This design comes from an exercise in tuning for small area on the open sky130 flow, not from production work. Function was checked by simulation only, so behaviour that the tests miss may differ from the original.

==> build 12: inputs <==
==> flow/design.v (excerpt) <==
module zmr8_fltch (
    input  wire        clk,
    input  wire        rst,             
    input  wire [3:0]  pkt,             
    input  wire        pkt_ovr,         
    input  wire        clamp_i,         
    input  wire        sync,            
    input  wire [1:0]  cfg_preset,      
    input  wire [1:0]  cfg_rank,        
    input  wire [23:0] cfg_calg,        
    input  wire [23:0] cfg_calo,        
    input  wire [1:0]  cfg_then,        
    input  wire [1:0]  cfg_th0_mode,
    input  wire [23:0] cfg_th0_level,
    input  wire [15:0] cfg_th0_hyst,    
    input  wire [15:0] cfg_th0_dur,
    input  wire [1:0]  cfg_th1_mode,
    input  wire [23:0] cfg_th1_level,
    input  wire [15:0] cfg_th1_hyst,
    input  wire [15:0] cfg_th1_dur,
    output reg         out_valid,
    output reg  [23:0] out_value,
    output reg         out_ovr,
    output reg         out_disturb,
    output reg         out_settling,
    output reg         out_clamped,
    output wire [1:0]  th_active,
    output reg  [1:0]  th_rise,
    output reg  [1:0]  th_fall,
    output reg  [15:0] th0_count,
    output reg  [15:0] th1_count
);
Settings: LEC_CHECK=0, ABC_AREA=1, CAP_MARGIN=20, CORE_MARGIN=2, CORE_UTILIZATION=60, CTS_BUF_LIST=sky130_fd_sc_hd__clkbuf_4 sky130_fd_sc_hd__clkbuf_8, CTS_CLUSTER_SIZE=20, PLACE_DENSITY=0.72, SLEW_MARGIN=20, SYNTH_HIERARCHICAL=1; clock period 20.0 ns.
run.sh (not shown) runs the stock make flow with config.mk's settings and CLKGATE_MAP_FILE= SYNTH_SCRIPT=/design/flow/synth_recipe.tcl, a recipe that flattens the netlist after the stock synthesis.
==> trial 22 (differences from build 12) <==
--- a/flow/design.v
+++ b/flow/design.v
@@ -84,44 +84,50 @@
         begin
             c = 1'b1;
             for (i = 0; i < 26; i = i + 1)
                 c = (a[i] & ~b[i]) | (c & (a[i] | ~b[i]));
             f_geu = c;
         end
     endfunction
-    function [16:0] f_det;
+    function f_meet;
         input [23:0] y;
         input [1:0]  mode;
         input [23:0] lev;
         input [15:0] hys;
-        input [15:0] dur;
         input        st;
-        input [15:0] run;
-        input        en;
-        input        fire;
-        reg        m3, sub_h, neg, ge, meet, done;
+        reg        m3, sub_h, neg, ge;
         reg [18:0] hx;
         reg [56:0] th, zz;
         reg [26:0] t_ext, z;
-        reg [16:0] r1;
         begin
             m3    = (mode == 2'd3);
             sub_h = st & !m3;
             hx    = st ? ({3'b000, hys} ^ {19{sub_h}}) : 19'd0;
             th    = f_add({39'd0, lev[23:7]}, {37'd0, hx}, sub_h);
             t_ext = {th[18], th[18:0], lev[6:0]};
             neg   = (mode == 2'd2) || ((mode == 2'd0 || m3) && y[23]);
             zz    = f_add({29'd0, {3{y[23]}}, y}, {29'd0, t_ext ^ {27{!neg}}}, !neg);
             z     = zz[26:0];
             ge    = neg ? (z[26] | (z == 27'd0)) : !z[26];
-            meet  = ge ^ st ^ m3;
+            f_meet = ge ^ st ^ m3;
+        end
+    endfunction
+    function [16:0] f_run;
+        input        meet;
+        input [15:0] dur;
+        input [15:0] run;
+        input        en;
+        input        fire;
+        reg        done;
+        reg [16:0] r1;
+        begin
             r1    = f_inc(run, 1'b1);
             done  = f_geu({10'd0, r1[15:0]}, {10'd0, dur});    
-            f_det[16]   = en & fire & meet & done;
-            f_det[15:0] = !en ? 16'd0 :
+            f_run[16]   = en & fire & meet & done;
+            f_run[15:0] = !en ? 16'd0 :
                           !fire ? run :
                           (!meet || done) ? 16'd0 : r1[15:0];
         end
     endfunction
     reg [1:0]  preset_q;
     reg [1:0]  rank_q;
     reg [23:0] calg_q;
@@ -165,14 +171,15 @@
     wire [16:0] ph_i = f_inc({6'd0, ph}, 1'b1);
     wire [9:0]  ph_inc = ph_i[9:0];
     wire [9:0] pm = ph & dec_mask;      
     wire dec_now = !restart && (pm == dec_mask);
     reg        run;                     
     wire       lowp = run && !restart && (pm[9:5] == 5'd0);
     wire [4:0] p = pm[4:0];
+    wire       lowd = run && (pm[9:5] == 5'd0);    
     always @(posedge clk) begin
         if (restart) begin
             ph  <= 10'd0;
             run <= 1'b0;
         end else begin
             ph  <= ph_inc;
             if (dec_now) run <= 1'b1;
@@ -306,29 +313,26 @@
     end
     wire [26:0] d = wl;
     wire [3:0]  bi = p[3:0];
     wire [25:0] g_ext = {1'b0, calg_q, 1'b0};
     wire [2:0]  bdig = {g_ext[2*bi+2], g_ext[2*bi+1], g_ext[2*bi]};
     wire [55:0] r_cal = {calg_q[23] ? {{5{d[26]}}, d} : 32'd0, 2'b00, ~d[26], {21{d[26]}}};
     reg [55:0] a_op, b_op;
-    reg        b_inv, acc_en;
+    reg        b_inv;
     always @(*) begin
-        acc_en = lowp;
-        a_op   = {{3{acc[55]}}, acc[55:3]};
-        b_op   = w_ext;
+        a_op   = acc;
+        b_op   = 56'd0;
         b_inv  = 1'b0;
-        case (p)
-            5'd5:  a_op = r_scale;
-            5'd6:  begin a_op = {{4{acc[55]}}, acc[55:4]}; b_inv = 1'b1; end
-            5'd7:  ;
-            5'd8:  b_inv = 1'b1;
-            5'd9:  ;
-            5'd10: b_inv = 1'b1;
-            5'd11: ;
-            5'd12: ;
+        if (lowd) case (p)
+            5'd5:  begin a_op = r_scale; b_op = w_ext; end
+            5'd6:  begin a_op = {{4{acc[55]}}, acc[55:4]}; b_op = w_ext; b_inv = 1'b1; end
+            5'd7, 5'd9, 5'd11, 5'd12:
+                   begin a_op = {{3{acc[55]}}, acc[55:3]}; b_op = w_ext; end
+            5'd8, 5'd10:
+                   begin a_op = {{3{acc[55]}}, acc[55:3]}; b_op = w_ext; b_inv = 1'b1; end
             5'd13: begin
                 a_op  = {{30{code[25]}}, code};
                 b_op  = {{32{calo_q[23]}}, calo_q};
                 b_inv = 1'b1;
             end
             5'd16, 5'd17, 5'd18, 5'd19, 5'd20, 5'd21,
             5'd22, 5'd23, 5'd24, 5'd25, 5'd26, 5'd27: begin
@@ -336,28 +340,28 @@
                 b_inv = bdig[2];
                 case (bdig)
                     3'b001, 3'b010, 3'b101, 3'b110: b_op = {{29{d[26]}}, d};
                     3'b011, 3'b100:                 b_op = {{28{d[26]}}, d, 1'b0};
                     default:                        b_op = 56'd0;
                 endcase
             end
-            default: acc_en = 1'b0;
+            default: ;
         endcase
     end
     wire [55:0] b_x = b_op ^ {56{b_inv}};
     wire [33:0] sum_lo;
     wire        c_lo;
     wire [21:0] sum_h0, sum_h1;
     wire [56:0] sal = f_add({22'd0, a_op[33:0]}, {22'd0, b_x[33:0]}, b_inv);
     assign {c_lo, sum_lo} = sal[34:0];
     zmr8_add22 u_ah0 (.a(a_op[55:34]), .b(b_x[55:34]), .ci(1'b0), .s(sum_h0));
     zmr8_add22 u_ah1 (.a(a_op[55:34]), .b(b_x[55:34]), .ci(1'b1), .s(sum_h1));
     wire [55:0] acc_nx = {c_lo ? sum_h1 : sum_h0, sum_lo};
     always @(posedge clk) begin
-        if (acc_en) acc <= acc_nx;
+        acc <= acc_nx;
     end
     reg  [25:0] v1, v2, v3, v4;
     reg  b12, b13, b14, b23, b24, b34;
     wire [25:0] x0 = acc[25:0];
     wire [25:0] x0f = {~x0[25], x0[24:0]};
     wire x_le1, x_le2, x_le3, x_le4;
     assign x_le1 = f_geu({~v1[25], v1[24:0]}, x0f);
@@ -424,16 +428,24 @@
     end
     reg         st0, st1;
     reg  [15:0] run0, run1;
     wire        fire = out_now && !settling_now;
     wire [1:0]  t_rise, t_fall;
     wire [15:0] run0_n, run1_n, cnt0_n, cnt1_n;
     wire        cnt0_sat, cnt1_sat;
-    wire [16:0] det0 = f_det(y_out, mode0_q, lev0_q, hys0_q, dur0_q, st0, run0, then_q[0], fire);
-    wire [16:0] det1 = f_det(y_out, mode1_q, lev1_q, hys1_q, dur1_q, st1, run1, then_q[1], fire);
+    reg  meet0, meet1;
+    wire sel1 = !p[0];                  
+    wire m_sh = f_meet(y_out, sel1 ? mode1_q : mode0_q, sel1 ? lev1_q : lev0_q,
+                       sel1 ? hys1_q : hys0_q, sel1 ? st1 : st0);
+    always @(posedge clk) begin
+        if (lowp && p == 5'd29) meet0 <= m_sh;
+        if (lowp && p == 5'd30) meet1 <= m_sh;
+    end
+    wire [16:0] det0 = f_run(meet0, dur0_q, run0, then_q[0], fire);
+    wire [16:0] det1 = f_run(meet1, dur1_q, run1, then_q[1], fire);
     assign {t_rise[0], run0_n} = det0;
     assign {t_rise[1], run1_n} = det1;
     wire [16:0] cn0 = f_inc(th0_count, 1'b1);
     wire [16:0] cn1 = f_inc(th1_count, 1'b1);
     assign {cnt0_sat, cnt0_n} = cn0;
     assign {cnt1_sat, cnt1_n} = cn1;
     assign th_active = {st1, st0};
==> flow/flow/run.sh (new file) <==
#!/bin/bash
# Layout: the standard flow (standard.sh, its synthesis unchanged), with
# two changes: the port buffers are the smallest buffer (buf_1), and clock
# tree synthesis uses large sink clusters on clkbuf_16 leaf buffers and
# inserts no dummy loads; the buffers synthesis left are removed at the
# floorplan (placement is not timing-driven, which would remove them). The tools' output goes to standard.log and to the
# ORFS logs under orfs/logs.
export BUFFER_PORTS_ARGS="-buffer_cell sky130_fd_sc_hd__buf_1"
export REMOVE_ABC_BUFFERS=1
export CTS_ARGS="-sink_clustering_enable -repair_clock_nets -buf_list {sky130_fd_sc_hd__clkbuf_16} -sink_clustering_size 25 -sink_clustering_max_diameter 80 -dont_use_dummy_load"
bash standard.sh > standard.log 2>&1
==> flow/standard.sh (new file) <==
#!/bin/bash
# synth_recipe.tcl (not shown) runs the flow's synth.tcl, then flattens the netlist and writes it again
# the make line also repeats each setting of config.mk as NAME=value (left out here)
make -C /OpenROAD-flow-scripts/flow DESIGN_CONFIG=/design/flow/config.mk WORK_HOME=/design/flow/orfs CLKGATE_MAP_FILE= SYNTH_SCRIPT=/design/flow/synth_recipe.tcl "${@:-finish}"
- CORE_UTILIZATION: 60 -> 65
- CTS_BUF_LIST: sky130_fd_sc_hd__clkbuf_4 sky130_fd_sc_hd__clkbuf_8 -> default
- CTS_CLUSTER_SIZE: 20 -> default
- GPL_TIMING_DRIVEN: default -> 0
- PLACE_DENSITY: 0.72 -> 0.75
removed: flow/run.sh
==> trial 33 (differences from build 12) <==
--- a/flow/design.v
+++ b/flow/design.v
@@ -84,44 +84,50 @@
         begin
             c = 1'b1;
             for (i = 0; i < 26; i = i + 1)
                 c = (a[i] & ~b[i]) | (c & (a[i] | ~b[i]));
             f_geu = c;
         end
     endfunction
-    function [16:0] f_det;
+    function f_meet;
         input [23:0] y;
         input [1:0]  mode;
         input [23:0] lev;
         input [15:0] hys;
-        input [15:0] dur;
         input        st;
-        input [15:0] run;
-        input        en;
-        input        fire;
-        reg        m3, sub_h, neg, ge, meet, done;
+        reg        m3, sub_h, neg, ge;
         reg [18:0] hx;
         reg [56:0] th, zz;
         reg [26:0] t_ext, z;
-        reg [16:0] r1;
         begin
             m3    = (mode == 2'd3);
             sub_h = st & !m3;
             hx    = st ? ({3'b000, hys} ^ {19{sub_h}}) : 19'd0;
             th    = f_add({39'd0, lev[23:7]}, {37'd0, hx}, sub_h);
             t_ext = {th[18], th[18:0], lev[6:0]};
             neg   = (mode == 2'd2) || ((mode == 2'd0 || m3) && y[23]);
             zz    = f_add({29'd0, {3{y[23]}}, y}, {29'd0, t_ext ^ {27{!neg}}}, !neg);
             z     = zz[26:0];
             ge    = neg ? (z[26] | (z == 27'd0)) : !z[26];
-            meet  = ge ^ st ^ m3;
+            f_meet = ge ^ st ^ m3;
+        end
+    endfunction
+    function [16:0] f_run;
+        input        meet;
+        input [15:0] dur;
+        input [15:0] run;
+        input        en;
+        input        fire;
+        reg        done;
+        reg [16:0] r1;
+        begin
             r1    = f_inc(run, 1'b1);
             done  = f_geu({10'd0, r1[15:0]}, {10'd0, dur});    
-            f_det[16]   = en & fire & meet & done;
-            f_det[15:0] = !en ? 16'd0 :
+            f_run[16]   = en & fire & meet & done;
+            f_run[15:0] = !en ? 16'd0 :
                           !fire ? run :
                           (!meet || done) ? 16'd0 : r1[15:0];
         end
     endfunction
     reg [1:0]  preset_q;
     reg [1:0]  rank_q;
     reg [23:0] calg_q;
@@ -165,14 +171,15 @@
     wire [16:0] ph_i = f_inc({6'd0, ph}, 1'b1);
     wire [9:0]  ph_inc = ph_i[9:0];
     wire [9:0] pm = ph & dec_mask;      
     wire dec_now = !restart && (pm == dec_mask);
     reg        run;                     
     wire       lowp = run && !restart && (pm[9:5] == 5'd0);
     wire [4:0] p = pm[4:0];
+    wire       lowd = run && (pm[9:5] == 5'd0);    
     always @(posedge clk) begin
         if (restart) begin
             ph  <= 10'd0;
             run <= 1'b0;
         end else begin
             ph  <= ph_inc;
             if (dec_now) run <= 1'b1;
@@ -306,29 +313,26 @@
     end
     wire [26:0] d = wl;
     wire [3:0]  bi = p[3:0];
     wire [25:0] g_ext = {1'b0, calg_q, 1'b0};
     wire [2:0]  bdig = {g_ext[2*bi+2], g_ext[2*bi+1], g_ext[2*bi]};
     wire [55:0] r_cal = {calg_q[23] ? {{5{d[26]}}, d} : 32'd0, 2'b00, ~d[26], {21{d[26]}}};
     reg [55:0] a_op, b_op;
-    reg        b_inv, acc_en;
+    reg        b_inv;
     always @(*) begin
-        acc_en = lowp;
-        a_op   = {{3{acc[55]}}, acc[55:3]};
-        b_op   = w_ext;
+        a_op   = acc;
+        b_op   = 56'd0;
         b_inv  = 1'b0;
-        case (p)
-            5'd5:  a_op = r_scale;
-            5'd6:  begin a_op = {{4{acc[55]}}, acc[55:4]}; b_inv = 1'b1; end
-            5'd7:  ;
-            5'd8:  b_inv = 1'b1;
-            5'd9:  ;
-            5'd10: b_inv = 1'b1;
-            5'd11: ;
-            5'd12: ;
+        if (lowd) case (p)
+            5'd5:  begin a_op = r_scale; b_op = w_ext; end
+            5'd6:  begin a_op = {{4{acc[55]}}, acc[55:4]}; b_op = w_ext; b_inv = 1'b1; end
+            5'd7, 5'd9, 5'd11, 5'd12:
+                   begin a_op = {{3{acc[55]}}, acc[55:3]}; b_op = w_ext; end
+            5'd8, 5'd10:
+                   begin a_op = {{3{acc[55]}}, acc[55:3]}; b_op = w_ext; b_inv = 1'b1; end
             5'd13: begin
                 a_op  = {{30{code[25]}}, code};
                 b_op  = {{32{calo_q[23]}}, calo_q};
                 b_inv = 1'b1;
             end
             5'd16, 5'd17, 5'd18, 5'd19, 5'd20, 5'd21,
             5'd22, 5'd23, 5'd24, 5'd25, 5'd26, 5'd27: begin
@@ -336,28 +340,28 @@
                 b_inv = bdig[2];
                 case (bdig)
                     3'b001, 3'b010, 3'b101, 3'b110: b_op = {{29{d[26]}}, d};
                     3'b011, 3'b100:                 b_op = {{28{d[26]}}, d, 1'b0};
                     default:                        b_op = 56'd0;
                 endcase
             end
-            default: acc_en = 1'b0;
+            default: ;
         endcase
     end
     wire [55:0] b_x = b_op ^ {56{b_inv}};
     wire [33:0] sum_lo;
     wire        c_lo;
     wire [21:0] sum_h0, sum_h1;
     wire [56:0] sal = f_add({22'd0, a_op[33:0]}, {22'd0, b_x[33:0]}, b_inv);
     assign {c_lo, sum_lo} = sal[34:0];
     zmr8_add22 u_ah0 (.a(a_op[55:34]), .b(b_x[55:34]), .ci(1'b0), .s(sum_h0));
     zmr8_add22 u_ah1 (.a(a_op[55:34]), .b(b_x[55:34]), .ci(1'b1), .s(sum_h1));
     wire [55:0] acc_nx = {c_lo ? sum_h1 : sum_h0, sum_lo};
     always @(posedge clk) begin
-        if (acc_en) acc <= acc_nx;
+        acc <= acc_nx;
     end
     reg  [25:0] v1, v2, v3, v4;
     reg  b12, b13, b14, b23, b24, b34;
     wire [25:0] x0 = acc[25:0];
     wire [25:0] x0f = {~x0[25], x0[24:0]};
     wire x_le1, x_le2, x_le3, x_le4;
     assign x_le1 = f_geu({~v1[25], v1[24:0]}, x0f);
@@ -424,16 +428,24 @@
     end
     reg         st0, st1;
     reg  [15:0] run0, run1;
     wire        fire = out_now && !settling_now;
     wire [1:0]  t_rise, t_fall;
     wire [15:0] run0_n, run1_n, cnt0_n, cnt1_n;
     wire        cnt0_sat, cnt1_sat;
-    wire [16:0] det0 = f_det(y_out, mode0_q, lev0_q, hys0_q, dur0_q, st0, run0, then_q[0], fire);
-    wire [16:0] det1 = f_det(y_out, mode1_q, lev1_q, hys1_q, dur1_q, st1, run1, then_q[1], fire);
+    reg  meet0, meet1;
+    wire sel1 = !p[0];                  
+    wire m_sh = f_meet(y_out, sel1 ? mode1_q : mode0_q, sel1 ? lev1_q : lev0_q,
+                       sel1 ? hys1_q : hys0_q, sel1 ? st1 : st0);
+    always @(posedge clk) begin
+        if (lowp && p == 5'd29) meet0 <= m_sh;
+        if (lowp && p == 5'd30) meet1 <= m_sh;
+    end
+    wire [16:0] det0 = f_run(meet0, dur0_q, run0, then_q[0], fire);
+    wire [16:0] det1 = f_run(meet1, dur1_q, run1, then_q[1], fire);
     assign {t_rise[0], run0_n} = det0;
     assign {t_rise[1], run1_n} = det1;
     wire [16:0] cn0 = f_inc(th0_count, 1'b1);
     wire [16:0] cn1 = f_inc(th1_count, 1'b1);
     assign {cnt0_sat, cnt0_n} = cn0;
     assign {cnt1_sat, cnt1_n} = cn1;
     assign th_active = {st1, st0};
==> flow/flow/run.sh (new file) <==
#!/bin/bash
# Layout: the standard flow (standard.sh, its synthesis unchanged), with
# two changes: the port buffers are the smallest buffer (buf_1), and clock
# tree synthesis uses large sink clusters on clkbuf_16 leaf buffers and
# inserts no dummy loads. The tools' output goes to standard.log and to the
# ORFS logs under orfs/logs.
export BUFFER_PORTS_ARGS="-buffer_cell sky130_fd_sc_hd__buf_1"
export CTS_ARGS="-sink_clustering_enable -repair_clock_nets -buf_list {sky130_fd_sc_hd__clkbuf_16} -sink_clustering_size 18 -sink_clustering_max_diameter 60 -dont_use_dummy_load"
bash standard.sh > standard.log 2>&1
==> flow/standard.sh (new file) <==
#!/bin/bash
# synth_recipe.tcl (not shown) runs the flow's synth.tcl, then flattens the netlist and writes it again
# the make line also repeats each setting of config.mk as NAME=value (left out here)
make -C /OpenROAD-flow-scripts/flow DESIGN_CONFIG=/design/flow/config.mk WORK_HOME=/design/flow/orfs CLKGATE_MAP_FILE= SYNTH_SCRIPT=/design/flow/synth_recipe.tcl "${@:-finish}"
- CORE_UTILIZATION: 60 -> 65
- CTS_BUF_LIST: sky130_fd_sc_hd__clkbuf_4 sky130_fd_sc_hd__clkbuf_8 -> default
- CTS_CLUSTER_SIZE: 20 -> default
- GPL_TIMING_DRIVEN: default -> 0
- PLACE_DENSITY: 0.72 -> 0.75
removed: flow/run.sh
==> flow_metrics.py <==
metrics = {
    "finish": {
        "utilization": 0.683,
        "nets": 6172,
    },
    "yosys": {
        "muxShareOfSynthArea": 0.00504,
    },
    "power_and_ir_drop": {
        "seq-power_mw": 3.01,
    },
    "drt": {
        "m1WireLength_um": 58000,
        "drt_wl_total_um": 137000,
    },
    "worst_setup_path": {
        "crit_end": "acc[50]",
        "r2r_cells": 51,
    },
    "status": {
        "status": "finished clean",
    },
    "placed_design": {
        "io_buffer_count": 245,
    },
}
the above is filed under build 12

==> flow_metrics.py <==
metrics = {
    "finish": {
        "nets": 6067,
        "utilization": 0.697,
    },
    "drt": {
        "m1WireLength_um": 53100,
    },
    "worst_setup_path": {
        "crit_end": "acc[42]",
        "r2r_cells": 52,
    },
    "placed_design": {
        "io_buffer_count": 245,
    },
    "status": {
        "status": "finished clean",
    },
    "yosys": {
        "muxShareOfSynthArea": 0.00465,
    },
}
the above is filed under trial 22

==> flow_metrics.py <==
metrics = {
    "power_and_ir_drop": {
        "seq-power_mw": 3.09,
    },
    "drt": {
        "m1WireLength_um": 62600,
    },
    "yosys": {
        "muxShareOfSynthArea": 0.00465,
    },
    "worst_setup_path": {
        "crit_end": "acc[42]",
    },
    "status": {
        "status": "finished clean",
    },
    "finish": {
        "nets": 6334,
    },
}
the above is filed under trial 33

[afterwards: timing with drivers on the ports]
In the flow no input, the clock included, has a driving cell. The finished layouts below were timed again as built, in two steps. Step 1 assumes that a clkbuf_16 drives the clock port and a buf_2 every other input. Step 2 times the ports against the registers' clock, not the clock port: input delays grow and output delays shrink by t, the midpoint of the rising clock arrivals with the driver on. Slacks: ideal / step 1 / step 2; pairs: ideal / step 1.
run	t (ns)	setup WS [ns]	worst setup path at the end	cell pins on the clock port's net
build 12	0.907	1.788 / 1.788 / 1.788	register to register	1
trial 22	0.708	1.220 / 1.220 / 1.220	register to register	1
trial 33	0.707	1.659 / 1.659 / 1.659	register to register	1
After both steps every run listed still meets setup and hold.
